This design comes from an exercise in tuning for small area, a short achievable clock period and few clock cycles per item on the open sky130 flow, not from production work. Function was checked by simulation only, so behaviour that the tests miss may differ from the original.

==> flow/run.sh <==
#!/bin/bash
set -euo pipefail
rm -rf scripts
cp -r "$FLOW_HOME/scripts" scripts
cat > scripts/abc_speed.script <<'EOT'
&get -n
&st
&dch
&nf -R 1000
&put
buffer -c
topo
stime -c
upsize -c
dnsize -c
EOT
bash standard.sh SCRIPTS_DIR="$PWD/scripts" SETUP_SLACK_MARGIN=5.6 \
  "BUFFER_PORTS_ARGS=-buffer_cell sky130_fd_sc_hd__buf_1" \
  "CTS_ARGS=-sink_clustering_enable -repair_clock_nets -dont_use_dummy_load -sink_clustering_size 24 -sink_clustering_max_diameter 120" finish > standard.log 2>&1
==> standard.sh <==
#!/bin/bash
# synth_recipe.tcl (not shown) runs the flow's synth.tcl, then flattens the netlist and writes it again
# the make line also repeats each setting of config.mk as NAME=value (left out here)
make -C /OpenROAD-flow-scripts/flow DESIGN_CONFIG=/design/flow/config.mk WORK_HOME=/design/flow/orfs CLKGATE_MAP_FILE= SYNTH_SCRIPT=/design/flow/synth_recipe.tcl "${@:-finish}"
==> config.mk <==
export PLATFORM = sky130hd
export DESIGN_NAME = aes_enc_core
export DESIGN_NICKNAME = aes_enc_core
export VERILOG_FILES = /design/flow/design.v
export SDC_FILE = /design/flow/constraint.sdc
export NUM_CORES = 8
export LEC_CHECK = 0
export CAP_MARGIN = 20
export CORE_MARGIN = 2
export CORE_UTILIZATION = 60
export PLACE_DENSITY = 0.7
export SETUP_SLACK_MARGIN = 5
export SLEW_MARGIN = 20
==> constraint.sdc <==
create_clock -name core_clock -period 9.0 [get_ports {clk}]
set_input_delay 1.8000 -clock core_clock [delete_from_list [all_inputs] [get_ports {clk}]]
set_output_delay 1.8000 -clock core_clock [all_outputs]
set_load 0.01 [all_outputs]
==> design.v <==
module aes_sbox_top (
    input  wire [7:0] in,
    output wire [3:0] inv,
    output wire [3:0] tl       
);
    wire U0 = in[7], U1 = in[6], U2 = in[5], U3 = in[4];
    wire U4 = in[3], U5 = in[2], U6 = in[1], U7 = in[0];
    wire T1 = U0 ^ U3;
    wire T2 = U0 ^ U5;
    wire T3 = U0 ^ U6;
    wire T4 = U3 ^ U5;
    wire T5 = U4 ^ U6;
    wire T6 = T1 ^ T5;
    wire T7 = U1 ^ U2;
    wire T8 = U7 ^ T6;
    wire T9 = U7 ^ T7;
    wire T10 = T6 ^ T7;
    wire T11 = U1 ^ U5;
    wire T12 = U2 ^ U5;
    wire T13 = T3 ^ T4;
    wire T14 = T6 ^ T11;
    wire T15 = T5 ^ T11;
    wire T16 = T5 ^ T12;
    wire T17 = T9 ^ T16;
    wire T18 = U3 ^ U7;
    wire T19 = T7 ^ T18;
    wire T20 = T1 ^ T19;
    wire T21 = U6 ^ U7;
    wire T22 = T7 ^ T21;
    wire T23 = T2 ^ T22;
    wire T24 = T2 ^ T10;
    wire T25 = T20 ^ T17;
    wire T26 = T3 ^ T16;
    wire T27 = T1 ^ T12;
    wire M1 = T13 & T6;
    wire M2 = T23 & T8;
    wire M3 = T14 ^ M1;
    wire M4 = T19 & U7;
    wire M5 = M4 ^ M1;
    wire M6 = T3 & T16;
    wire M7 = T22 & T9;
    wire M8 = T26 ^ M6;
    wire M9 = T20 & T17;
    wire M10 = M9 ^ M6;
    wire M11 = T1 & T15;
    wire M12 = T4 & T27;
    wire M13 = M12 ^ M11;
    wire M14 = T2 & T10;
    wire M15 = M14 ^ M11;
    wire M16 = M3 ^ M2;
    wire M17 = M5 ^ T24;
    wire M18 = M8 ^ M7;
    wire M19 = M10 ^ M15;
    wire M20 = M16 ^ M13;
    wire M21 = M17 ^ M15;
    wire M22 = M18 ^ M13;
    wire M23 = M19 ^ T25;
    wire M24 = M22 ^ M23;
    wire M25 = M22 & M20;
    wire M26 = M21 ^ M25;
    wire M27 = M20 ^ M21;
    wire M28 = M23 ^ M25;
    wire M29 = M28 & M27;
    wire M30 = M26 & M24;
    wire M31 = M20 & M23;
    wire M32 = M27 & M31;
    wire M33 = M27 ^ M25;
    wire M34 = M21 & M22;
    wire M35 = M24 & M34;
    wire M36 = M24 ^ M25;
    wire M37 = M21 ^ M29;
    wire M38 = M32 ^ M33;
    wire M39 = M23 ^ M30;
    wire M40 = M35 ^ M36;
    assign inv = {M37, M38, M39, M40};
    assign tl  = {T8, T10, T17, T23};
endmodule
module aes_sbox_bot (
    input  wire [7:0] in,
    input  wire [3:0] inv,
    input  wire [3:0] tl,
    output wire [7:0] out
);
    wire U0 = in[7], U1 = in[6], U2 = in[5], U3 = in[4];
    wire U4 = in[3], U5 = in[2], U6 = in[1], U7 = in[0];
    wire T1 = U0 ^ U3;
    wire T2 = U0 ^ U5;
    wire T3 = U0 ^ U6;
    wire T4 = U3 ^ U5;
    wire T5 = U4 ^ U6;
    wire T6 = T1 ^ T5;
    wire T7 = U1 ^ U2;
    wire T8 = tl[3];
    wire T9 = U7 ^ T7;
    wire T10 = tl[2];
    wire T11 = U1 ^ U5;
    wire T12 = U2 ^ U5;
    wire T13 = T3 ^ T4;
    wire T14 = T6 ^ T11;
    wire T15 = T5 ^ T11;
    wire T16 = T5 ^ T12;
    wire T17 = tl[1];
    wire T18 = U3 ^ U7;
    wire T19 = T7 ^ T18;
    wire T20 = T1 ^ T19;
    wire T21 = U6 ^ U7;
    wire T22 = T7 ^ T21;
    wire T23 = tl[0];
    wire T24 = T2 ^ T10;
    wire T25 = T20 ^ T17;
    wire T26 = T3 ^ T16;
    wire T27 = T1 ^ T12;
    wire M37 = inv[3], M38 = inv[2], M39 = inv[1], M40 = inv[0];
    wire M41 = M38 ^ M40;
    wire M42 = M37 ^ M39;
    wire M43 = M37 ^ M38;
    wire M44 = M39 ^ M40;
    wire M45 = M42 ^ M41;
    wire M46 = M44 & T6;
    wire M47 = M40 & T8;
    wire M48 = M39 & U7;
    wire M49 = M43 & T16;
    wire M50 = M38 & T9;
    wire M51 = M37 & T17;
    wire M52 = M42 & T15;
    wire M53 = M45 & T27;
    wire M54 = M41 & T10;
    wire M55 = M44 & T13;
    wire M56 = M40 & T23;
    wire M57 = M39 & T19;
    wire M58 = M43 & T3;
    wire M59 = M38 & T22;
    wire M60 = M37 & T20;
    wire M61 = M42 & T1;
    wire M62 = M45 & T4;
    wire M63 = M41 & T2;
    wire L0 = M61 ^ M62;
    wire L1 = M50 ^ M56;
    wire L2 = M46 ^ M48;
    wire L3 = M47 ^ M55;
    wire L4 = M54 ^ M58;
    wire L5 = M49 ^ M61;
    wire L6 = M62 ^ L5;
    wire L7 = M46 ^ L3;
    wire L8 = M51 ^ M59;
    wire L9 = M52 ^ M53;
    wire L10 = M53 ^ L4;
    wire L11 = M60 ^ L2;
    wire L12 = M48 ^ M51;
    wire L13 = M50 ^ L0;
    wire L14 = M52 ^ M61;
    wire L15 = M55 ^ L1;
    wire L16 = M56 ^ L0;
    wire L17 = M57 ^ L1;
    wire L18 = M58 ^ L8;
    wire L19 = M63 ^ L4;
    wire L20 = L0 ^ L1;
    wire L21 = L1 ^ L7;
    wire L22 = L3 ^ L12;
    wire L23 = L18 ^ L2;
    wire L24 = L15 ^ L9;
    wire L25 = L6 ^ L10;
    wire L26 = L7 ^ L9;
    wire L27 = L8 ^ L10;
    wire L28 = L11 ^ L14;
    wire L29 = L11 ^ L17;
    assign out[7] = L6 ^ L24;
    assign out[6] = ~(L16 ^ L26);
    assign out[5] = ~(L19 ^ L28);
    assign out[4] = L6 ^ L21;
    assign out[3] = L20 ^ L22;
    assign out[2] = L25 ^ L29;
    assign out[1] = ~(L13 ^ L27);
    assign out[0] = ~(L6 ^ L23);
endmodule
module aes_sbox (
    input  wire [7:0] in,
    output wire [7:0] out
);
    wire [3:0] inv, tl;
    aes_sbox_top u_top (.in(in), .inv(inv), .tl(tl));
    aes_sbox_bot u_bot (.in(in), .inv(inv), .tl(tl), .out(out));
endmodule
module aes_enc_core (
    input  wire         clk,
    input  wire         rst,         
    input  wire         in_valid,
    output wire         in_ready,
    input  wire         key_256,     
    input  wire [255:0] key,
    input  wire [127:0] block_in,
    output reg          out_valid,
    output wire [127:0] block_out
);
    genvar i;
    reg  [127:0] st1;
    reg  [255:0] k1;
    reg          busy1, mode1, last1;
    reg  [3:0]   round1;
    reg  [7:0]   rcon1;
    reg          ksel_w, ksel_rw, ksel_rh;
    reg  [255:0] m2;         
    reg  [63:0]  km2;        
    reg  [255:0] k2;
    reg          busy2, mode2, last2;
    reg  [3:0]   round2;
    reg  [7:0]   rcon2;
    reg  [127:0] out_q;
    reg          in_ready_q;
    assign block_out = out_q;
    assign in_ready = in_ready_q;
    wire load = in_ready;
    wire [127:0] ark = st1 ^ k1[255:128];
    wire [31:0]  kx_in = ({32{ksel_w}}  & k1[31:0])
                       | ({32{ksel_rw}} & {k1[23:0], k1[31:24]})
                       | ({32{ksel_rh}} & {k1[151:128], k1[159:152]});
    wire [63:0]  inv1, tl1;
    wire [15:0]  kinv1, ktl1;
    generate
        for (i = 0; i < 16; i = i + 1) begin : g_sbt
            aes_sbox_top u_t (.in(ark[127-8*i -: 8]), .inv(inv1[63-4*i -: 4]),
                             .tl(tl1[63-4*i -: 4]));
        end
        for (i = 0; i < 4; i = i + 1) begin : g_ksbt
            aes_sbox_top u_t (.in(kx_in[31-8*i -: 8]), .inv(kinv1[15-4*i -: 4]),
                             .tl(ktl1[15-4*i -: 4]));
        end
    endgenerate
    wire [127:0] sub;
    generate
        for (i = 0; i < 16; i = i + 1) begin : g_sbb
            aes_sbox_bot u_b (.in(m2[255-16*i -: 8]), .inv(m2[247-16*i -: 4]),
                              .tl(m2[243-16*i -: 4]), .out(sub[127-8*i -: 8]));
        end
    endgenerate
    wire [127:0] shifted;
    generate
        for (i = 0; i < 16; i = i + 1) begin : g_sr
            localparam integer R = i % 4;
            localparam integer C = i / 4;
            localparam integer SRC = ((C + R) % 4) * 4 + R;
            assign shifted[127-8*i -: 8] = sub[127-8*SRC -: 8];
        end
    endgenerate
    wire [127:0] mixed;
    generate
        for (i = 0; i < 4; i = i + 1) begin : g_mc
            wire [7:0] a0 = shifted[127-32*i -: 8];
            wire [7:0] a1 = shifted[119-32*i -: 8];
            wire [7:0] a2 = shifted[111-32*i -: 8];
            wire [7:0] a3 = shifted[103-32*i -: 8];
            wire [7:0] t  = a0 ^ a1 ^ a2 ^ a3;
            wire [7:0] d0 = a0 ^ a1;
            wire [7:0] d1 = a1 ^ a2;
            wire [7:0] d2 = a2 ^ a3;
            wire [7:0] d3 = a3 ^ a0;
            wire [7:0] x0 = {d0[6:0], 1'b0} ^ (d0[7] ? 8'h1b : 8'h00);
            wire [7:0] x1 = {d1[6:0], 1'b0} ^ (d1[7] ? 8'h1b : 8'h00);
            wire [7:0] x2 = {d2[6:0], 1'b0} ^ (d2[7] ? 8'h1b : 8'h00);
            wire [7:0] x3 = {d3[6:0], 1'b0} ^ (d3[7] ? 8'h1b : 8'h00);
            assign mixed[127-32*i -: 8] = a0 ^ t ^ x0;
            assign mixed[119-32*i -: 8] = a1 ^ t ^ x1;
            assign mixed[111-32*i -: 8] = a2 ^ t ^ x2;
            assign mixed[103-32*i -: 8] = a3 ^ t ^ x3;
        end
    endgenerate
    wire [31:0] kx_sub;
    generate
        for (i = 0; i < 4; i = i + 1) begin : g_ksbb
            aes_sbox_bot u_b (.in(km2[63-16*i -: 8]), .inv(km2[55-16*i -: 4]),
                              .tl(km2[51-16*i -: 4]), .out(kx_sub[31-8*i -: 8]));
        end
    endgenerate
    wire        kx_rot = !mode2 || round2[0];
    wire [31:0] b0 = k2[255:224] ^ {kx_rot ? rcon2 : 8'h00, 24'h0};
    wire [31:0] b1 = b0 ^ k2[223:192];
    wire [31:0] b2 = b1 ^ k2[191:160];
    wire [31:0] b3 = b2 ^ k2[159:128];
    wire [127:0] next_words = {b0, b1, b2, b3} ^ {4{kx_sub}};
    wire [127:0] tk_base = mode2 ? k2[127:0] : {b0, b1, b2, b3};
    wire [31:0]  tk_sub  = mode2 ? 32'h0 : kx_sub;
    always @(posedge clk) begin
        for (integer b = 0; b < 16; b = b + 1)
            m2[255-16*b -: 16] <= {ark[127-8*b -: 8], inv1[63-4*b -: 4], tl1[63-4*b -: 4]};
        for (integer b = 0; b < 4; b = b + 1)
            km2[63-16*b -: 16] <= {kx_in[31-8*b -: 8], kinv1[15-4*b -: 4], ktl1[15-4*b -: 4]};
        k2     <= k1;
        mode2  <= mode1;
        round2 <= round1;
        last2  <= last1;
        rcon2  <= rcon1;
        out_q <= (shifted ^ tk_base) ^ {4{tk_sub}};
        if (load) begin
            st1    <= block_in;
            k1     <= key;
            mode1  <= key_256;
            round1 <= 4'd1;
            last1  <= 1'b0;
            rcon1  <= 8'h01;
            ksel_w  <= 1'b0;
            ksel_rw <= key_256;
            ksel_rh <= !key_256;
        end else begin
            st1    <= mixed;
            k1     <= {mode2 ? k2[127:0] : next_words, next_words};
            mode1  <= mode2;
            round1 <= round2 + 4'd1;
            last1  <= (round2 == (mode2 ? 4'd13 : 4'd9));
            rcon1  <= kx_rot ? ({rcon2[6:0], 1'b0} ^ (rcon2[7] ? 8'h1b : 8'h00)) : rcon2;
            ksel_w  <= mode2 && round2[0];
            ksel_rw <= mode2 && !round2[0];
            ksel_rh <= !mode2;
        end
    end
    always @(posedge clk) begin
        if (rst) begin
            busy1     <= 1'b0;
            busy2     <= 1'b0;
            out_valid <= 1'b0;
            in_ready_q <= 1'b1;
        end else begin
            busy2     <= busy1;
            busy1     <= load ? in_valid : (busy2 && !last2);
            out_valid <= busy2 && last2;
            in_ready_q <= (!busy1 || last1) &&
                          (load ? (!in_valid || !key_256)
                                : (!busy2 || last2 || !mode2 || round2 >= 4'd4));
        end
    end
endmodule
==> impl_metrics.csv, run 1 <==
group,metric,value,unit
outcome,status,"finished clean",
cells_and_area,finish.instance_area,68700,um2
cts,numCtsBuffers,52,
cts,cts.sinks,1123,
timing,post-route-min-period,3.34,ns
synth,syn_nets,6891,
global_routing,grt_max_degree,201,
timing,max_freq,299,MHz
critical_path,cp.required,7.20,ns
cells_and_area,fin_util,68.7,%
floorplanning,fp.dieW,321,um
routing,drtAntennaViolNets,0,
placed_design,post_dp_cell_area,64200,um2
floorplanning,start_util,60.4,%
synth,ys_async_sr_fraction,0,%
critical_path,crit_path_max_fanout,27,
flow_run,cap_violations,0,
critical_path,endpoint_kind,"primary output",
placed_design,gp_congestion,1.00,
global_routing,overflow,0,
timing,hold_viol,0,
timing,setup-tns-final,0,ns
routing,drt_iter0_markers,4324,
timing,slew_headroom,20.3,%
synth,avgSynthCellArea,9.35,um2
timing,worst_pin_slew,1.19,ns
routing,wirelength,199,mm
cells_and_area,area_growth,13.8,%
min_path,hp-class,"flop to flop",
routing,via_count,45300,
global_routing,antenna_found_initial,10,
timing,drv_slew,0,
routing,wl_per_cell,23.7,um
floorplanning,ioPinCount,518,
critical_path,r2r_setup_slack,5.68,ns
synth,synth-edff-count,0,
cts,clk_latency,0.70,ns
cts,clk_pin_slew,0.10,ns
floorplanning,rows,116,
synth,synth_cells,6461,
timing,fin_crit_sh,37.1,%
floorplanning,core_region_area,100000,um2
critical_path,path_cells,"buf_1",
global_routing,grt_usage,37.2,%
placed_design,hpwl,160,mm
critical_path,critPathBufInv,1,
floorplanning,die_h,321,um
synth,yosysSeqAreaShare,37.2,%
critical_path,crit_family,"flip-flops",
floorplanning,dieArea,103000,um2
timing,skew,0.0294,ns
cts,htreeDepth,2,
critical_path,slowest_stage,"dfxtp_4",
critical_path,cp.arrival,1.54,ns
synth,syn_area,60400,um2
timing,rsz0062_at_grt,"yes",
synth,synth_flop_cell,"dfxtp_1",
routing,dr.pass1.iters,9,
cts,clk_root_buffer_cell,"clkbuf_16",
cts,holdBufCountCts,0,
synth,ys_warn_count,1,
global_routing,grt_pass1_vias,43400,
cts,cts_tree,"yes",
critical_path,criticalPathCategory,"flop to primary output",
routing,vias_per_cell,5.40,
routing,drc,0,
global_routing,grt_pass1_wl,281,mm
synth,ys_ff_latch,1123,
synth,ys_types,47,
critical_path,cp_slowest_stage_delay,0.65,ns
cells_and_area,drive_gt1_share,8.76,%
cts,clockBufferDepth,3,
critical_path,crit_path_start_kind,"flop",
cells_and_area,fin_nets,7523,
timing,setup_viol,0,
placed_design,io_buffer_count,517,
-- area by class of cell --
type	count	area (um2)
diodes	4	10.0
clock buffers	52	1300
fillers	8196	31300
inverters	121	455
multi-input cells	5058	39100
flip-flops and latches	1123	22500
well taps	1298	1620
repair buffers	737	3740
-- final timing paths --
kind	to	from	depth (start not counted)
max	in_ready	in_ready_q	1
min	k2[103]	k1[103]	0
max reg2reg	st1[91]	m2[189]	12
min reg2reg	k2[103]	k1[103]	0
-- sequential cells by signal, indices dropped and copies added, names as in the netlist --
register and cells:
in_ready_q 1, busy1 1, rcon2 8, st1 128, out_valid 1, round1 4, mode1 1, m2 256
last2 1, last1 1, mode2 1, round2 4, busy2 1, out_q 128, km2 64, ksel_rw 1
k2 256, ksel_rh 1, ksel_w 1, rcon1 8, k1 256
-- cell usage in the layout (no fill, tap or decap), types with 5 or more instances in the layout --
cell type and instances:
nor2_4 5, and2_1 13, a21o_1 102, ha_1 42, a31oi_1 10, o21ai_1 93
a222oi_1 32, a21boi_0 9, a21oi_1 114, and2_0 6, inv_1 120, mux2i_1 31
a211oi_1 5, xnor2_4 43, dfxtp_1 1120, nand2_1 735, clkbuf_16 52, buf_12 7
xor2_1 742, nand2b_1 138, xnor2_2 179, buf_4 206, buf_1 517, xor2_4 14
nor2_1 390, nor2b_1 25, nor2_2 10, nor3_1 5, xnor2_1 1853, o21ai_0 347
a211oi_2 5, xor2_2 71, or2_2 6
-- logic make-up after synthesis --
group                      synth area share, %
AOI/OAI and AO/OA                         6.94
muxes                                    0.588
and+or+nand+nor                           9.21
xor gates and xnor gates                  43.4
buffers and inverters                     1.77
adders and majority gates                0.870
DFF                                       37.2
-- metal layers --
layer	up-vias	track usage, %	wire length, um
met5	-	0	29
li1	21400	-	-
met3	364	4.15	15100
met4	4	18.4	11000
met2	1953	57.2	87000
met1	21600	52.0	85500
-- timing repair --
action | 4_1_cts | 5_1_grt
gates resized for setup | 84 | 214
endpoints found under the setup margin | 242 | 295
pin swaps | 34 | 32
buffers inserted | 69 | 56
-- stage by stage --
step                      hold WS (ns)  setup WS (ns)  instances
after global placement           0.310           4.81       8210
final                            0.324           5.66       8393
after CTS                        0.325           5.49       8333
after global routing             0.332           5.50       8391
after floorplan                  0.310           5.76       6461
after detailed placement         0.312           4.79       8212
-- cell usage after synthesis (8+ instances only) --
cell type | number | share of area, %
xnor2_1 | 2013 | 29
buf_1 | 10 | 0.062
xnor2_2 | 54 | 1.5
mux2i_1 | 31 | 0.51
clkbuf_1 | 142 | 0.88
o21ai_0 | 353 | 2.9
a21boi_0 | 9 | 0.11
nor2_1 | 398 | 2.5
a21oi_1 | 115 | 0.95
xor2_2 | 22 | 0.59
a211oi_1 | 8 | 0.099
xor2_1 | 803 | 12
and2_0 | 12 | 0.12
nand2b_1 | 138 | 1.4
dfxtp_1 | 1123 | 37
o21ai_1 | 90 | 0.75
nand2_1 | 735 | 4.6
a222oi_1 | 32 | 0.53
a21o_1 | 102 | 1.3
xnor2_4 | 8 | 0.36
ha_1 | 42 | 0.87
a31oi_1 | 10 | 0.10
and2_1 | 9 | 0.093
inv_1 | 121 | 0.75
nor2b_1 | 26 | 0.27
Testbench counts, summed over its fixed seeds: cycles 23,252, items 1,920.
==> inputs of run 2 (changes only) <==
--- a/flow/run.sh
+++ b/flow/run.sh
@@ -7,2 +7,3 @@
 &st
+&dc2
 &dch
==> run 2 against run 1 <==
Synthesized cell count fell by 1.7%. Via count up 2.1%. Clock skew is 0.0072 ns lower. Sequential share of layout area decreased by 0.37 points. Sequential cell count is the same. Critical endpoint is now out_q[19].
==> impl_metrics.csv, run 2 <==
group,metric,value,unit
synth,synth-edff-count,0,
cts,cts.sinks,1123,
cts,clk_root_buffer_cell,"clkbuf_16",
critical_path,crit_path_max_fanout,48,
timing,hold_viol,0,
timing,drv_slew,0,
floorplanning,fp.dieW,321,um
timing,rsz0062_at_grt,"yes",
flow_run,cap_violations,0,
synth,ys_ff_latch,1123,
cts,clk_pin_slew,0.10,ns
cells_and_area,fin_nets,7437,
timing,skew,0.0222,ns
timing,max_freq,290,MHz
outcome,status,"finished clean",
floorplanning,dieArea,103000,um2
synth,synth_cells,6352,
global_routing,grt_usage,39.1,%
routing,drt_iter0_markers,4682,
floorplanning,rows,116,
placed_design,gp_congestion,0.987,
timing,worst_pin_slew,1.13,ns
synth,ys_types,49,
cells_and_area,fin_util,69.8,%
routing,wl_per_cell,25.2,um
placed_design,hpwl,167,mm
global_routing,grt_max_degree,179,
synth,yosysSeqAreaShare,37.4,%
cts,numCtsBuffers,52,
cts,htreeDepth,2,
global_routing,grt_pass1_vias,44200,
cts,holdBufCountCts,0,
placed_design,dpl.cell_count,8093,
cells_and_area,final_common_cell,"xnor2_1",
floorplanning,ioPinCount,518,
timing,fin_crit_sh,38.4,%
placed_design,post_dp_cell_area,63800,um2
routing,vias_per_cell,5.57,
floorplanning,core_region_area,99700,um2
timing,fin_ws,5.55,ns
synth,synth_most_common_cell,"xnor2_1",
timing,setup_viol,0,
synth,ys_warn_count,1,
placed_design,dp_slack,5.13,ns
timing,post-route-min-period,3.45,ns
cts,cts_tree,"yes",
cells_and_area,finish.instance_area,69600,um2
routing,via_count,46300,
placed_design,io_buffer_count,517,
critical_path,cp.arrival,3.94,ns
cells_and_area,finalNonFillerCells,8307,
synth,ys_async_sr_fraction,0,%
cells_and_area,fillers,8002,
global_routing,overflow,0,
timing,setup-tns-final,0,ns
synth,avgSynthCellArea,9.47,um2
routing,drc,0,
synth,synth_top_cell_by_area,"dfxtp_1",
critical_path,endpoint_kind,"flop",
min_path,hp-class,"flop to flop",
floorplanning,die_h,321,um
floorplanning,start_util,60.3,%
global_routing,antenna_found_initial,16,
critical_path,crit_path_start_kind,"flop",
cells_and_area,reg_top3,"k1: 256 flops, k2: 256 flops, m2: 256 flops",
synth,syn_nets,6782,
cts,clk_latency,0.70,ns
routing,drtAntennaViolNets,0,
cells_and_area,final_cell_mix,"xnor2_1, dfxtp_1, xor2_1",
critical_path,cp.required,9.49,ns
routing,wirelength,210,mm
timing,slew_headroom,24.2,%
cells_and_area,area_growth,15.7,%
synth,ys_top_cells_by_count,"xnor2_1, dfxtp_1, xor2_1",
critical_path,criticalPathCategory,"flop to flop",
routing,dr.pass1.iters,7,
cells_and_area,drive_gt1_share,11.1,%
synth,syn_area,60100,um2
global_routing,grt_pass1_wl,292,mm
synth,synth.top_cell.area_share,37.4,%
synth,synth_flop_cell,"dfxtp_1",
synth,synth_area_leaders,"dfxtp_1, xnor2_1, xor2_1",
cts,clockBufferDepth,3,
## run 2: cell type report
cell class                      instances  area [um2]  area share (%)
Inverter                              102         385           0.554
Sequential cell                      1123       22500            32.4
Clock buffer                           52        1300            1.87
Tap cell                             1298        1620            2.33
Multi-Input combinational cell       4976       39900            57.3
Timing Repair Buffer                  752        3870            5.56
Antenna cell                            4        10.0          0.0144
## run 2: worst max-delay path, cell delays in order, from the launching register on
cell	delay [ns]
dfxtp_4	0.48
inv_4	0.61
buf_4	0.81
and2_0	0.92
xnor2_1	0.38
## run 2: logic make-up (layout without fill, tap and decap cells)
group / count (synthesis) / in the layout / share of synthesized area (%)
mux: 84 / 84 / 1.51
xor+xnor: 2720 / 2720 / 41.0
compound gates: 1001 / 1001 / 9.73
other cells: 0 / 4 / 0
buf+inv: 253 / 906 / 1.58
fa+ha+maj: 42 / 42 / 0.874
simple gates: 1129 / 1129 / 7.90
flops: 1123 / 1123 / 37.4
## run 2: timing repair
item | CTS | global route
resized for setup | 126 | 282
setup endpoints to repair | 230 | 296
pin swaps | 39 | 50
buffers inserted | 69 | 88
## run 2: per-stage QoR
| stage | hold WS (ns) |
|---|---|
| floorplan | 0.310 |
| global placement | 0.310 |
| detailed placement | 0.312 |
| CTS | 0.330 |
| global route | 0.334 |
| finish | 0.324 |
## run 2: worst paths after layout
| path | start | end | slack [ns] | depth (start not counted) |
|---|---|---|---|---|
| setup / recovery | mode2 | out_q[19] | 5.55 | 4 |
| hold / removal | k1[70] | k2[70] | 0.32 | 0 |
| setup reg to reg | mode2 | out_q[19] | 5.55 | 4 |
| hold reg to reg | k1[70] | k2[70] | 0.32 | 0 |
## run 2: routing by layer
layer | track usage, % | vias to the layer above | part of all wire [%]
li1 | - | 21600 | -
met4 | 21.3 | 14 | 6.4
met1 | 51.6 | 22100 | 41
met3 | 6.28 | 476 | 8.4
met2 | 61.3 | 2109 | 45
met5 | 0 | - | 0.044
==> inputs of run 3 (changes only) <==
--- a/flow/run.sh
+++ b/flow/run.sh
@@ -8,3 +8,3 @@
 &dc2
-&dch
+&dch -f
 &nf -R 1000
==> run 3 against run 2 <==
Global-route usage grew 0.90 points. Via count fell by 0.33%. Register-to-register slack improved by 0.07 ns. Cell area up 0.32%. Critical endpoint is now st1[111].
==> impl_metrics.csv, run 3 <==
group,metric,value,unit
floorplanning,rows,116,
global_routing,overflow,0,
critical_path,endpoint_kind,"flop",
synth,synth-edff-count,0,
cells_and_area,drive_gt1_share,10.6,%
cells_and_area,area_growth,14.8,%
cells_and_area,fillers,8019,
critical_path,crit_path_start_kind,"flop",
cts,cts.sinks,1123,
placed_design,dpl.cell_count,8180,
cts,clk_root_buffer_cell,"clkbuf_16",
synth,ys_types,52,
flow_run,cap_violations,0,
timing,hold_viol,0,
timing,skew,0.0433,ns
placed_design,io_buffer_count,517,
routing,drc,0,
critical_path,cp-startpoint,"m2[12]",
cts,clk_pin_slew,0.11,ns
synth,ys_warn_count,1,
synth,ys_top_cells_by_count,"xnor2_1, dfxtp_1, xor2_1",
critical_path,crit_path_max_fanout,4,
critical_path,rr_endpoint,"st1[111]",
global_routing,grt_max_degree,151,
timing,setup-tns-final,0,ns
critical_path,r2r_cells,11,
routing,via_count,46100,
timing,setup_viol,0,
critical_path,worstSetupEndpoint,"st1[111]",
floorplanning,fp.dieW,322,um
synth,syn_nets,6822,
global_routing,grt_usage,40.0,%
cts,clockBufferDepth,3,
global_routing,antenna_found_initial,15,
routing,vias_per_cell,5.50,
synth,ys_ff_latch,1123,
synth,yosysSeqAreaShare,37.0,%
critical_path,r2r_setup_slack,5.61,ns
cells_and_area,reg_top3,"k1: 256 flops, k2: 256 flops, m2: 256 flops",
routing,drtAntennaViolNets,0,
cells_and_area,final_common_cell,"xnor2_1",
timing,drv_slew,0,
routing,drt_iter0_markers,4713,
cells_and_area,fin_nets,7466,
synth,ys_async_sr_fraction,0,%
synth,syn_area,60800,um2
synth,synth_area_leaders,"dfxtp_1, xnor2_1, xor2_1",
global_routing,grt_pass1_vias,43800,
routing,dr.pass1.iters,6,
synth,synth.top_cell.area_share,37.0,%
min_path,min_path_cells,0,
timing,fin_crit_sh,37.6,%
floorplanning,ioPinCount,518,
global_routing,grt_pass1_wl,298,mm
placed_design,hpwl,171,mm
synth,synth_cells,6392,
timing,slew_headroom,24.2,%
critical_path,criticalPathCategory,"flop to flop",
cts,clk_latency,0.71,ns
routing,wl_per_cell,25.6,um
timing,worst_pin_slew,1.13,ns
floorplanning,die_h,322,um
synth,synth_flop_cell,"dfxtp_1",
synth,avgSynthCellArea,9.51,um2
cts,htreeDepth,2,
critical_path,r2r_start,"m2[12]",
floorplanning,dieArea,104000,um2
critical_path,cp.required,9.61,ns
floorplanning,start_util,60.6,%
cts,cts_tree,"yes",
timing,rsz0062_at_grt,"yes",
cells_and_area,finalNonFillerCells,8392,
min_path,hp-class,"flop to flop",
floorplanning,core_region_area,100000,um2
placed_design,gp_congestion,1.01,
synth,synth_top_cell_by_area,"dfxtp_1",
cells_and_area,final_cell_mix,"xnor2_1, dfxtp_1, xor2_1",
critical_path,cp.arrival,4.00,ns
outcome,status,"finished clean",
synth,synth_most_common_cell,"xnor2_1",
timing,max_freq,295,MHz
cts,numCtsBuffers,52,
routing,wirelength,214,mm
timing,post-route-min-period,3.39,ns
-- run 3: cell families after synthesis --
| kind of cell | synth area share (%) |
|---|---|
| xor+xnor | 42.8 |
| simple gates | 8.64 |
| flops | 37.0 |
| compound gates | 8.26 |
| buf+inv | 1.63 |
| mux | 0.818 |
| fa+ha+maj | 0.865 |
-- run 3: metrics by stage --
stage / hold slack, ns / worst slack [ns] / util (%) / area (um2)
final: 0.324 / 5.61 / 69.6 / 69800
after global routing: 0.331 / 5.47 / 69.6 / 69800
after CTS: 0.322 / 5.52 / 67.0 / 67100
after detailed placement: 0.312 / 4.55 / 64.3 / 64500
after global placement: 0.310 / 4.52 / 64.3 / 64400
after floorplan: 0.310 / 5.89 / - / 60800
-- run 3: final cells by class --
| cell class | count | area (um2) | area share (%) |
|---|---|---|---|
| inverters | 102 | 388 | 0.556 |
| diodes | 1 | 2.50 | 0.00359 |
| well taps | 1357 | 1700 | 2.43 |
| repair buffers | 750 | 3960 | 5.67 |
| flip-flops and latches | 1123 | 22500 | 32.2 |
| multi-input cells | 5007 | 39900 | 57.2 |
| clock buffers | 52 | 1300 | 1.86 |
-- run 3: what timing repair did --
item | CTS | global route
pin swaps | 30 | 49
hold buffers | 0 | 0
gates cloned | 1 | 0
endpoints found under the setup margin | 216 | 278
setup buffers | 55 | 103
gates resized for setup | 104 | 229
-- run 3: how the worst min path moves through the flow --
| stage | from | to | slack (ns) |
|---|---|---|---|
| after floorplan | k1[100] | k2[100] | 0.31 |
| after global routing | k1[92] | k2[92] | 0.33 |
| after global placement | k1[57] | k2[57] | 0.31 |
| final | k1[117] | k2[117] | 0.32 |
| after detailed placement | k1[104] | k2[104] | 0.31 |
| after CTS | k1[117] | k2[117] | 0.32 |
-- run 3: worst max-delay path, stage by stage (launching register included) --
cell	delay, ns
dfxtp_1	0.46
xor2_1	0.30
xnor2_1	0.16
nand2_1	0.12
xnor2_1	0.19
xnor2_1	0.48
xnor2_1	0.26
xnor2_4	0.46
xnor2_1	0.25
xnor2_1	0.20
xnor2_1	0.15
mux2_2	0.27
-- run 3: metal layers --
layer,vias up,GRT usage (%),wire (um)
li1,21400,-,-
met3,461,6.30,18800
met5,-,0,71
met1,22100,53.5,87700
met2,2148,61.4,92100
met4,10,23.3,15800
==> inputs of run 4 (changes only) <==
--- a/flow/run.sh
+++ b/flow/run.sh
@@ -7,11 +7,6 @@
 &st
-&dc2
-&dch -f
-&nf -R 1000
+&dch
+&nf
 &put
-buffer -c
 topo
-stime -c
-upsize -c
-dnsize -c
 EOT
==> run 4 against run 3 <==
Synthesized area decreased by 1.3%. Hold slack improved by 0.0023 ns. Setup slack got worse by 0.083 ns. Still clean. Die area decreased by 1.3%. Clock skew decreased by 0.0094 ns. Via count decreased by 2.8%.
==> impl_metrics.csv, run 4 <==
group,metric,value,unit
outcome,status,"finished clean",
cells_and_area,finish.instance_area,69000,um2
critical_path,cp.arrival,4.04,ns
critical_path,cp.required,9.57,ns
timing,post-route-min-period,3.47,ns
routing,via_count,44800,
synth,ys_warn_count,1,
placed_design,gp_congestion,0.991,
synth,synth_most_common_cell,"xnor2_1",
synth,syn_nets,6594,
cts,htreeDepth,2,
synth,synth-edff-count,0,
cells_and_area,area_growth,15.1,%
cells_and_area,finalNonFillerCells,8206,
timing,fin_crit_sh,38.5,%
routing,wl_per_cell,23.8,um
routing,vias_per_cell,5.46,
critical_path,crit_path_start_kind,"flop",
min_path,hp-class,"flop to flop",
cts,cts.sinks,1123,
critical_path,crit_top_cell,"xnor2_2",
cts,cts_tree,"yes",
cts,clk_latency,0.69,ns
synth,yosysSeqAreaShare,37.5,%
critical_path,r2r_start,"ksel_rw",
cells_and_area,fin_nets,7350,
min_path,hp-start,"k1[40]",
cells_and_area,final_cell_mix,"xnor2_1, dfxtp_1, xor2_1",
floorplanning,ioPinCount,518,
critical_path,critPathBufInv,2,
synth,synth_top_cell_by_area,"dfxtp_1",
critical_path,cp-startpoint,"ksel_rw",
cells_and_area,drive_gt1_share,8.37,%
timing,fin_ws,5.53,ns
global_routing,grt_max_degree,209,
floorplanning,die_h,320,um
global_routing,grt_usage,36.5,%
routing,dr.pass1.iters,8,
synth,ys_async_sr_fraction,0,%
timing,max_freq,288,MHz
critical_path,crit_family,"XOR/XNOR gates",
floorplanning,start_util,60.7,%
timing,hold_viol,0,
floorplanning,dieArea,102000,um2
cts,clk_pin_slew,0.10,ns
floorplanning,rows,115,
synth,ys_top_cells_by_count,"xnor2_1, dfxtp_1, xor2_1",
critical_path,slowest_stage,"dfxtp_4",
synth,synth_flop_cell,"dfxtp_1",
flow_run,cap_violations,0,
floorplanning,fp.dieW,320,um
timing,slew_headroom,19.5,%
critical_path,criticalPathCategory,"flop to flop",
global_routing,grt_pass1_wl,275,mm
global_routing,antenna_found_initial,6,
timing,drv_slew,0,
synth,synth_cells,6164,
critical_path,endpoint_kind,"flop",
timing,setup-tns-final,0,ns
placed_design,hpwl,155,mm
timing,setup_viol,0,
timing,skew,0.0339,ns
routing,wirelength,196,mm
synth,avgSynthCellArea,9.72,um2
global_routing,grt_pass1_vias,42900,
cts,numCtsBuffers,52,
cells_and_area,reg_top3,"k1: 256 flops, k2: 256 flops, m2: 256 flops",
cells_and_area,final_common_cell,"xnor2_1",
critical_path,cp_slowest_stage_delay,0.40,ns
critical_path,path_cells,"buf_6 -> a222oi_1 -> buf_4 -> xor2_4 -> xnor2_2 -> xnor2_1 -> ha_1 -> xnor2_2 -> xnor2_2 -> xnor2_2 -> xnor2_2 -> mux2_4",
placed_design,post_dp_cell_area,64100,um2
routing,drc,0,
placed_design,io_buffer_count,517,
timing,rsz0062_at_grt,"yes",
cts,clockBufferDepth,3,
routing,drt_iter0_markers,4419,
synth,synth_area_leaders,"dfxtp_1, xnor2_1, xor2_1",
placed_design,dpl.cell_count,8031,
timing,worst_pin_slew,1.21,ns
synth,synth.top_cell.area_share,37.5,%
placed_design,dp_slack,4.99,ns
synth,ys_ff_latch,1123,
routing,drtAntennaViolNets,0,
floorplanning,core_region_area,98700,um2
global_routing,overflow,0,
synth,ys_types,35,
cts,clk_root_buffer_cell,"clkbuf_16",
critical_path,crit_path_max_fanout,6,
synth,syn_area,59900,um2
## run 4: cell types whose count changed after synthesis, sizes merged, moves of 95 or more
cell,previous run,this run
a21oi,228,133
clkbuf,151,0
clkinv,1,132
inv,101,0
nor2,334,455
xnor3,0,97
xor2,938,818
## run 4: cell families (layout without fill, tap and decap cells)
family	count (synthesis)	after routing	synth area share, %
AOI/OAI and AO/OA	741	741	7.29
muxes	58	58	0.977
other	0	1	0
xor gates and xnor gates	2798	2798	44.0
buffers and inverters	132	886	0.827
and+or+nand+nor	1270	1270	8.51
adders and majority gates	42	42	0.877
DFF	1123	1123	37.5
## run 4: final timing paths
check	cells after the start	endpoint	slack (ns)
setup / recovery	12	km2[55]	5.53
hold / removal	0	k2[40]	0.33
setup reg to reg	12	km2[55]	5.53
hold reg to reg	0	k2[40]	0.33
## run 4: metal layers
layer / part of all wire, % / global-route usage [%] / up-vias / wire (um)
met5: 0.0066 / 0 / - / 13
met4: 6.2 / 19.0 / 2 / 12200
met3: 6.8 / 3.76 / 393 / 13400
met2: 45 / 58.5 / 1795 / 88400
met1: 42 / 48.8 / 21500 / 81700
li1: - / - / 21200 / -
## run 4: cell type report
| class | count | area, um2 |
|---|---|---|
| repair buffers | 702 | 3490 |
| clock buffers | 52 | 1300 |
| flip-flops and latches | 1123 | 22500 |
| diodes | 1 | 2.50 |
| fillers | 7844 | 29700 |
| multi-input cells | 4909 | 39600 |
| inverters | 132 | 500 |
| well taps | 1287 | 1610 |
## run 4: per-stage QoR
step,utilization [%],hold slack [ns]
2_1_floorplan,-,0.309
3_3_place_gp,64.9,0.309
3_5_place_dp,64.9,0.312
4_1_cts,67.6,0.330
5_1_grt,69.9,0.330
6_report,69.9,0.327
## run 4: what timing repair did
action,4_1_cts,5_1_grt
gates resized for setup,121,257
buffers inserted,64,58
setup endpoints to repair,162,252
pin swaps,31,49
hold buffers,0,0
==> inputs of run 5 (changes only) <==
--- a/flow/run.sh
+++ b/flow/run.sh
@@ -8,5 +8,9 @@
 &dch
-&nf
+&nf -R 1000
 &put
+buffer -c
 topo
+stime -c
+upsize -c
+dnsize -c
 EOT
--- a/config.mk
+++ b/config.mk
@@ -10,3 +10,3 @@
 export CORE_UTILIZATION = 60
-export PLACE_DENSITY = 0.7
+export PLACE_DENSITY = 0.8
 export SETUP_SLACK_MARGIN = 5
==> run 5 against run 4 <==
Sequential share of layout area increased by 0.14 points. Critical path depth decreased by 1. Hold slack got worse by 0.052 ns. Core utilization decreased by 1.2 points.
==> impl_metrics.csv, run 5 <==
group,metric,value,unit
global_routing,grt_usage,37.3,%
cts,clk_root_buffer_cell,"clkbuf_16",
routing,drtAntennaViolNets,0,
synth,ys_ff_latch,1123,
placed_design,post_dp_cell_area,64100,um2
cts,holdBufCountCts,0,
synth,synth-edff-count,0,
global_routing,overflow,0,
cells_and_area,area_growth,13.7,%
synth,synth_cells,6461,
placed_design,io_buffer_count,517,
routing,drc,0,
synth,ys_top_cells_by_count,"xnor2_1, dfxtp_1, xor2_1",
timing,setup_viol,0,
synth,syn_nets,6891,
critical_path,cp.arrival,3.96,ns
critical_path,cp.required,9.55,ns
floorplanning,fp.dieW,321,um
global_routing,gr-usage-met2,57.7,%
timing,rsz0062_at_grt,"yes",
synth,ys_async_sr_fraction,0,%
critical_path,endpoint_kind,"flop",
cts,clk_pin_slew,0.10,ns
timing,drv_slew,0,
synth,avgSynthCellArea,9.35,um2
cells_and_area,drive_gt1_share,8.77,%
routing,via_count,46300,
floorplanning,ioPinCount,518,
critical_path,slowest_stage,"dfxtp_1",
cts,numCtsBuffers,53,
timing,fin_crit_sh,37.9,%
timing,setup-tns-final,0,ns
synth,syn_area,60400,um2
global_routing,grt_pass1_wl,283,mm
synth,ys_types,47,
cells_and_area,final_common_cell,"xnor2_1",
timing,skew,0.0888,ns
timing,max_freq,293,MHz
critical_path,criticalPathCategory,"flop to flop",
critical_path,r2r_setup_slack,5.59,ns
min_path,hp-class,"flop to flop",
timing,slew_headroom,20.6,%
cts,cts.sinks,1123,
floorplanning,die_h,321,um
routing,wl_per_cell,24.0,um
outcome,status,"finished clean",
cells_and_area,fin_nets,7538,
global_routing,use_met1,50.2,%
floorplanning,dieArea,103000,um2
synth,ys_warn_count,1,
global_routing,grt_use_met3,6.16,%
min_path,hp-start,"k1[51]",
global_routing,grt_max_degree,103,
routing,dr.pass1.iters,6,
synth,synth_flop_cell,"dfxtp_1",
flow_run,cap_violations,0,
placed_design,gp_congestion,1.04,
critical_path,cp_slowest_stage_delay,0.47,ns
global_routing,antenna_found_initial,8,
critical_path,path_cells,"xor2_2 -> xor2_1 -> nor2_1 -> xor2_1 -> xnor2_1 -> xnor2_2 -> xnor2_4 -> xor2_4 -> xnor2_1 -> xnor2_1 -> o21ai_1",
synth,synth_top_cell_by_area,"dfxtp_1",
cells_and_area,reg_top3,"k1: 256 flops, k2: 256 flops, m2: 256 flops",
cts,clockBufferDepth,3,
critical_path,crit_path_max_fanout,6,
critical_path,crit_top_cell,"xnor2_1",
critical_path,rr_endpoint,"st1[111]",
synth,synth_most_common_cell,"xnor2_1",
timing,post-route-min-period,3.41,ns
floorplanning,core_region_area,100000,um2
critical_path,r2r_start,"m2[166]",
cells_and_area,finish.instance_area,68700,um2
placed_design,hpwl,160,mm
cells_and_area,final_cell_mix,"xnor2_1, dfxtp_1, xor2_1",
timing,worst_pin_slew,1.19,ns
cts,cts_tree,"yes",
critical_path,crit_path_start_kind,"flop",
global_routing,grt_pass1_vias,44400,
synth,yosysSeqAreaShare,37.2,%
cts,htreeDepth,2,
cts,clk_latency,0.73,ns
critical_path,r2r_cells,11,
routing,drt_iter0_markers,5143,
routing,vias_per_cell,5.51,
min_path,min_path_cells,0,
min_path,min_to,"k2[51]",
synth,synth_area_leaders,"dfxtp_1, xnor2_1, xor2_1",
synth,synth.top_cell.area_share,37.2,%
floorplanning,rows,116,
routing,wirelength,201,mm
floorplanning,start_util,60.4,%
global_routing,busiest_layer,"met2",
timing,hold_viol,0,
## run 5: cell count changes in the layout (fill, tap and decap cells not counted), sizes merged, moves of 46 or more
cell / delta
nor2: -49
xnor2: +228
nand2: +58
xnor3: -95
inv: +119
nand2b: +61
clkinv: -130
buf: +46
o21ai: +83
## run 5: worst max-delay path by stage
| stage | startpoint | end | slack, ns | depth (start not counted) |
|---|---|---|---|---|
| floorplan | ksel_w | km2[36] | 5.76 | 11 |
| global placement | mode2 | out_q[58] | 4.71 | 8 |
| detailed placement | mode2 | out_q[58] | 5.10 | 8 |
| CTS | m2[151] | st1[11] | 5.53 | 11 |
| global route | m2[166] | st1[123] | 5.44 | 13 |
| finish | m2[166] | st1[111] | 5.59 | 11 |
## run 5: layer usage
metal / part of all wire (%) / vias up / wire length (um)
li1: - / 21400 / -
met2: 43 / 2306 / 87000
met5: 0.0065 / - / 13
met1: 40 / 22100 / 81400
met4: 6.5 / 2 / 13100
met3: 9.9 / 446 / 20000
## run 5: area by class of cell
class | instances | area, um2
diodes | 1 | 2.50
clock buffers | 53 | 1330
inverters | 121 | 455
flip-flops and latches | 1123 | 22500
well taps | 1298 | 1620
repair buffers | 750 | 3850
multi-input cells | 5059 | 38900
fillers | 7893 | 31300
## run 5: metrics by stage
stage / instances / hold slack, ns / setup WS, ns / util (%)
5_1_grt: 8405 / 0.293 / 5.44 / 68.7
3_5_place_dp: 8203 / 0.312 / 5.10 / 64.1
4_1_cts: 8314 / 0.285 / 5.53 / 66.5
3_3_place_gp: 8202 / 0.309 / 4.71 / 64.1
2_1_floorplan: 6461 / 0.310 / 5.76 / -
6_report: 8405 / 0.275 / 5.59 / 68.7
## run 5: cell families after synthesis
kind of cell	share of synthesized area [%]
xor gates and xnor gates	43.4
and+or+nand+nor	9.21
DFF	37.2
AOI/OAI and AO/OA	6.94
buffers and inverters	1.77
adders and majority gates	0.870
muxes	0.588
## run 5: critical path: cells and delay by family (launching register included)
kind / cells / cell delay, ns
flip-flops: 1 / 0.47
AO/OA/AOI/OAI: 1 / 0.36
AND/OR/NAND/NOR: 1 / 0.28
XOR/XNOR: 9 / 2.10
## run 5: what timing repair did
action                     in CTS  in global routing
gates cloned                    3                  0
setup endpoints to repair     192                277
setup buffers                  55                 90
pin swaps                      27                 47
resized for setup              68                195
hold endpoints to repair        0                  0
==> inputs of run 6 (changes only) <==
--- a/config.mk
+++ b/config.mk
@@ -9,3 +9,3 @@
 export CORE_MARGIN = 2
-export CORE_UTILIZATION = 60
+export CORE_UTILIZATION = 70
 export PLACE_DENSITY = 0.8
==> run 6 against run 5 <==
Critical path depth is 1 higher. Hold slack better by 0.054 ns. Global-route usage is 4.3 points higher. Sequential share of layout area hardly changed. Die area is 14% lower. Setup slack worse by 0.060 ns. Clock skew is 0.055 ns lower. Core utilization is 12 points higher.
==> impl_metrics.csv, run 6 <==
group,metric,value,unit
floorplanning,fp.dieW,298,um
cts,clk_latency,0.66,ns
cts,cts.sinks,1123,
placed_design,hpwl,152,mm
timing,max_freq,288,MHz
routing,via_count,46400,
synth,ys_ff_latch,1123,
global_routing,overflow,0,
critical_path,path_cells,"xor2_1 -> xnor2_1 -> and2_1 -> xnor2_1 -> xnor2_1 -> xnor2_1 -> xnor2_4 -> buf_12 -> xor2_2 -> xnor2_1 -> xnor2_1 -> o21ai_1",
global_routing,grt_pass1_vias,44800,
placed_design,gp_congestion,1.02,
synth,synth_top_cell_by_area,"dfxtp_1",
cells_and_area,area_growth,13.7,%
critical_path,r2r_setup_slack,5.53,ns
synth,ys_types,47,
cells_and_area,fin_nets,7509,
critical_path,rr_endpoint,"st1[27]",
timing,fin_crit_sh,38.6,%
synth,synth_cells,6461,
timing,post-route-min-period,3.47,ns
min_path,min_to,"rcon2[6]",
floorplanning,die_h,298,um
synth,syn_nets,6891,
cts,htreeDepth,2,
cts,holdBufCountCts,0,
timing,fin_ws,5.53,ns
cts,numCtsBuffers,52,
timing,drv_slew,0,
synth,ys_async_sr_fraction,0,%
timing,worst_pin_slew,1.21,ns
synth,syn_area,60400,um2
placed_design,io_buffer_count,517,
routing,drtAntennaViolNets,0,
min_path,min_path_cells,0,
routing,drt_iter0_markers,5225,
synth,ys_top_cells_by_count,"xnor2_1, dfxtp_1, xor2_1",
synth,synth-edff-count,0,
synth,ys_warn_count,1,
routing,drc,0,
routing,vias_per_cell,5.64,
timing,setup_viol,0,
global_routing,grt_usage,41.6,%
critical_path,crit_top_cell,"xnor2_1",
cts,clk_pin_slew,0.10,ns
flow_run,cap_violations,0,
critical_path,slowest_stage,"xnor2_1",
timing,setup-tns-final,0,ns
cells_and_area,final_cell_mix,"xnor2_1, dfxtp_1, xor2_1",
min_path,hp-start,"rcon1[6]",
critical_path,cp_slowest_stage_delay,0.48,ns
synth,synth_most_common_cell,"xnor2_1",
outcome,status,"finished clean",
floorplanning,dieArea,88700,um2
cts,clockBufferDepth,3,
floorplanning,rows,107,
synth,synth.top_cell.area_share,37.2,%
routing,wl_per_cell,23.8,um
timing,skew,0.0333,ns
cells_and_area,reg_top3,"k1: 256 flops, k2: 256 flops, m2: 256 flops",
floorplanning,core_region_area,85400,um2
cells_and_area,drive_gt1_share,8.77,%
synth,synth_flop_cell,"dfxtp_1",
critical_path,cp.required,9.53,ns
cells_and_area,final_common_cell,"xnor2_1",
global_routing,grt_max_degree,223,
critical_path,criticalPathCategory,"flop to flop",
placed_design,dp_slack,4.88,ns
cells_and_area,fin_util,80.4,%
routing,wirelength,196,mm
global_routing,antenna_found_initial,6,
critical_path,r2r_cells,12,
floorplanning,ioPinCount,518,
min_path,hp-class,"flop to flop",
timing,rsz0062_at_grt,"yes",
critical_path,r2r_start,"m2[233]",
critical_path,cp.arrival,4.00,ns
cts,cts_tree,"yes",
cts,clk_root_buffer_cell,"clkbuf_16",
global_routing,grt_pass1_wl,276,mm
synth,synth_area_leaders,"dfxtp_1, xnor2_1, xor2_1",
critical_path,crit_path_max_fanout,3,
timing,hold_viol,0,
timing,slew_headroom,19.3,%
routing,dr.pass1.iters,6,
floorplanning,start_util,70.7,%
synth,avgSynthCellArea,9.35,um2
synth,yosysSeqAreaShare,37.2,%
critical_path,endpoint_kind,"flop",
critical_path,crit_path_start_kind,"flop",
run 6: cell counts after synthesis:
Identical to the previous run, type by type.
run 6: area by class of cell:
class | instances | area [um2]
clock buffer | 52 | 1300
multi-input combinational | 5058 | 39300
sequential | 1123 | 22500
inverter | 121 | 455
fill | 5714 | 16700
timing repair buffer | 723 | 3680
antenna | 6 | 15.0
tap | 1144 | 1430
run 6: kinds of logic (layout without fill, tap and decap cells):
logic type	Yosys count	after routing	synth area share, %
buffers and inverters	280	896	1.77
xor gates and xnor gates	2904	2904	43.4
muxes	35	35	0.588
other	0	6	0
AOI/OAI and AO/OA	733	733	6.94
adders and majority gates	42	42	0.870
and+or+nand+nor	1344	1344	9.21
DFF	1123	1123	37.2
run 6: worst max-delay path by stage:
stage	startpoint	end	slack, ns	cells past startpoint
floorplan	ksel_w	km2[36]	5.76	11
global placement	ksel_rw	km2[5]	4.99	9
detailed placement	ksel_rw	km2[5]	4.88	9
CTS	in_ready_q	in_ready	5.27	2
global route	ksel_rw	km2[7]	5.41	12
finish	m2[233]	st1[27]	5.53	12
run 6: stage by stage:
step                hold WS [ns]  cells  area, um2
finish                     0.329   8227      68700
floorplan                  0.310   6461      60400
global route               0.335   8224      68700
detailed placement         0.312   8031      63700
global placement           0.310   8031      63700
CTS                        0.327   8134      66100
run 6: critical path, delay by kind of cell, from the launching register on:
| family | cells | cell delay (ns) |
|---|---|---|
| AO/OA/AOI/OAI | 1 | 0.08 |
| XOR/XNOR | 9 | 2.46 |
| buffers and inverters | 1 | 0.16 |
| flip-flops | 1 | 0.42 |
| AND/OR/NAND/NOR | 1 | 0.23 |
run 6: timing repair:
action,CTS,global route
setup buffers,51,86
resized for setup,92,229
setup endpoints to repair,170,339
gates cloned,0,1
pin swaps,26,45
run 6: metal layers:
metal,up-vias,global-route usage [%],wire length [um]
met5,-,0,13
met4,2,25.7,14200
met3,560,8.04,20800
met2,2422,63.8,85200
met1,22100,54.2,75300
li1,21400,-,-
==> inputs of run 7 (changes only) <==
--- a/flow/run.sh
+++ b/flow/run.sh
@@ -16,3 +16,3 @@
 EOT
-bash standard.sh SCRIPTS_DIR="$PWD/scripts" SETUP_SLACK_MARGIN=5.6 \
+bash standard.sh SCRIPTS_DIR="$PWD/scripts" SETUP_SLACK_MARGIN=5.75 \
   "BUFFER_PORTS_ARGS=-buffer_cell sky130_fd_sc_hd__buf_1" \
--- a/config.mk
+++ b/config.mk
@@ -9,4 +9,4 @@
 export CORE_MARGIN = 2
-export CORE_UTILIZATION = 70
-export PLACE_DENSITY = 0.8
+export CORE_UTILIZATION = 60
+export PLACE_DENSITY = 0.7
 export SETUP_SLACK_MARGIN = 5
==> run 7 against run 6 <==
Still clean. Via count fell by 1.2%. Clock skew is 0.0054 ns lower. Cell count up 3.0%. Non-clock buffer count rose by 99. Wire length grew 3.3%. Register-to-register slack better by 0.22 ns. Clock-buffer cell count unchanged. Global-route usage is 3.9 points lower. Highest routed layer unchanged.
==> impl_metrics.csv, run 7 <==
group,metric,value,unit
outcome,status,"finished clean",
critical_path,r2r_setup_slack,5.75,ns
timing,skew,0.0279,ns
synth,synth_top_cell_by_area,"dfxtp_1",
critical_path,path_cells,"buf_1",
critical_path,critPathBufInv,1,
critical_path,cp_slowest_stage_delay,0.58,ns
timing,setup-tns-final,0,ns
synth,synth_cells,6461,
routing,wl_per_cell,23.8,um
timing,rsz0062_at_grt,"yes",
synth,avgSynthCellArea,9.35,um2
routing,vias_per_cell,5.41,
cts,cts_tree,"yes",
synth,syn_area,60400,um2
timing,setup_viol,0,
global_routing,antenna_found_initial,8,
placed_design,hpwl,160,mm
floorplanning,ioPinCount,518,
critical_path,cp.required,7.20,ns
critical_path,criticalPathCategory,"flop to primary output",
global_routing,grt_max_degree,201,
cells_and_area,fin_nets,7608,
global_routing,grt_pass1_wl,284,mm
synth,synth.top_cell.area_share,37.2,%
placed_design,io_buffer_count,517,
min_path,min_to,"k2[119]",
cells_and_area,area_growth,18.2,%
timing,worst_pin_slew,1.19,ns
placed_design,gp_congestion,1.00,
critical_path,r2r_cells,12,
routing,drc,0,
timing,fin_ws,5.74,ns
critical_path,crit_path_start_kind,"flop",
timing,hold_ws,0.326,ns
synth,ys_ff_latch,1123,
min_path,hp-start,"k1[119]",
global_routing,overflow,0,
synth,ys_async_sr_fraction,0,%
floorplanning,start_util,60.4,%
cts,cts.sinks,1123,
synth,ys_warn_count,1,
cts,clk_latency,0.70,ns
critical_path,cp.arrival,1.46,ns
timing,max_freq,306,MHz
cts,numCtsBuffers,52,
critical_path,slowest_stage,"dfxtp_1",
min_path,min_path_cells,0,
routing,wirelength,202,mm
timing,drv_slew,0,
synth,ys_types,47,
critical_path,cp.depth,1,
cells_and_area,drive_gt1_share,12.7,%
flow_run,cap_violations,0,
routing,drt_iter0_markers,4599,
floorplanning,rows,116,
cts,clockBufferDepth,3,
cts,clk_pin_slew,0.09,ns
timing,slew_headroom,20.5,%
floorplanning,dieArea,103000,um2
critical_path,r2r_start,"m2[189]",
global_routing,grt_pass1_vias,43900,
synth,synth_flop_cell,"dfxtp_1",
synth,synth_area_leaders,"dfxtp_1, xnor2_1, xor2_1",
synth,syn_nets,6891,
critical_path,rr_endpoint,"st1[91]",
cells_and_area,reg_top3,"k1: 256 flops, k2: 256 flops, m2: 256 flops",
cells_and_area,final_common_cell,"xnor2_1",
floorplanning,core_region_area,100000,um2
routing,drtAntennaViolNets,0,
synth,yosysSeqAreaShare,37.2,%
global_routing,grt_usage,37.7,%
placed_design,dp_slack,4.79,ns
min_path,hp-class,"flop to flop",
synth,ys_top_cells_by_count,"xnor2_1, dfxtp_1, xor2_1",
critical_path,endpoint_kind,"primary output",
cells_and_area,final_cell_mix,"xnor2_1, dfxtp_1, nand2_1",
synth,synth_most_common_cell,"xnor2_1",
routing,via_count,45900,
timing,post-route-min-period,3.26,ns
timing,hold_viol,0,
cts,htreeDepth,2,
cts,clk_root_buffer_cell,"clkbuf_16",
floorplanning,fp.dieW,321,um
synth,synth-edff-count,0,
critical_path,crit_path_max_fanout,1,
floorplanning,die_h,321,um
timing,fin_crit_sh,36.3,%
cts,holdBufCountCts,0,
routing,dr.pass1.iters,10,
critical_path,crit_family,"flip-flops",
## run 7: cell counts after synthesis
Identical to the previous run, type by type.
## run 7: logic make-up after synthesis
kind of cell,after synthesis,share of synthesized area (%)
xor gates and xnor gates,2904,43.4
and+or+nand+nor,1344,9.21
DFF,1123,37.2
AOI/OAI and AO/OA,733,6.94
buffers and inverters,280,1.77
adders and majority gates,42,0.870
muxes,35,0.588
## run 7: repair_timing
item                                    CTS  global route
buffers inserted                        107           103
gates resized for setup                 192           359
endpoints found under the hold margin     0             0
pin swaps                                59            67
endpoints found under the setup margin  348           331
## run 7: final cells by class
class,instances,area (um2)
Multi-Input combinational cell,5058,41000
Sequential cell,1123,22500
Timing Repair Buffer,822,4540
Tap cell,1298,1620
Inverter,121,455
Clock buffer,52,1300
Fill cell,7836,28600
Antenna cell,2,5.00
## run 7: per-stage QoR
| step | std cells | area [um2] | util (%) |
|---|---|---|---|
| 6_report | 8476 | 71400 | 71.4 |
| 5_1_grt | 8475 | 71400 | 71.4 |
| 4_1_cts | 8371 | 67800 | 67.8 |
| 3_5_place_dp | 8212 | 64200 | 64.2 |
| 3_3_place_gp | 8210 | 64100 | 64.1 |
| 2_1_floorplan | 6461 | 60400 | - |
## run 7: layer usage
metal	share of wire, %	vias to the layer above	global-route usage, %	wire (um)
li1	-	21500	-	-
met1	42	21900	52.4	85300
met2	44	1982	57.5	88400
met3	8.1	395	4.48	16300
met4	5.9	4	19.8	12000
met5	0.0099	-	0	20
## run 7: how the worst max path moves through the flow
stage	from	endpoint	slack, ns
3_5_place_dp	mode2	out_q[56]	4.79
2_1_floorplan	ksel_w	km2[36]	5.76
4_1_cts	mode2	out_q[56]	5.63
6_report	out_q[98]	block_out[98]	5.74
5_1_grt	m2[189]	st1[91]	5.57
3_3_place_gp	mode2	out_q[56]	4.81

re-timing with driven ports:
How much do the figures lean on ideal ports? The routed layouts below were timed once more, with nothing changed but the port constraints.
Step 1 sets driving cells, clkbuf_16 on the clock port and buf_2 on the other inputs (assumed; they add their load-dependent delay and slew).
Step 2 times the ports against the registers' clock, not the clock port: input delays grow and output delays shrink by t, the midpoint of the rising clock arrivals with the driver on.
Slacks: no drivers / after step 1 / after step 2; pairs: no drivers / after step 1.
run | shift t [ns] | slack for setup (ns) | cell pins on the clock port's net
run 1 | 0.756 | 5.660 / 5.587 / 5.681 | 1
run 2 | 0.770 | 5.548 / 5.548 / 5.548 | 1
run 3 | 0.771 | 5.614 / 5.614 / 5.614 | 1
run 4 | 0.746 | 5.532 / 5.532 / 5.532 | 1
run 5 | 0.754 | 5.585 / 5.585 / 5.585 | 1
run 6 | 0.712 | 5.526 / 5.526 / 5.526 | 1
run 7 | 0.757 | 5.737 / 5.663 / 5.749 | 1
After both steps every run listed still meets setup and hold.
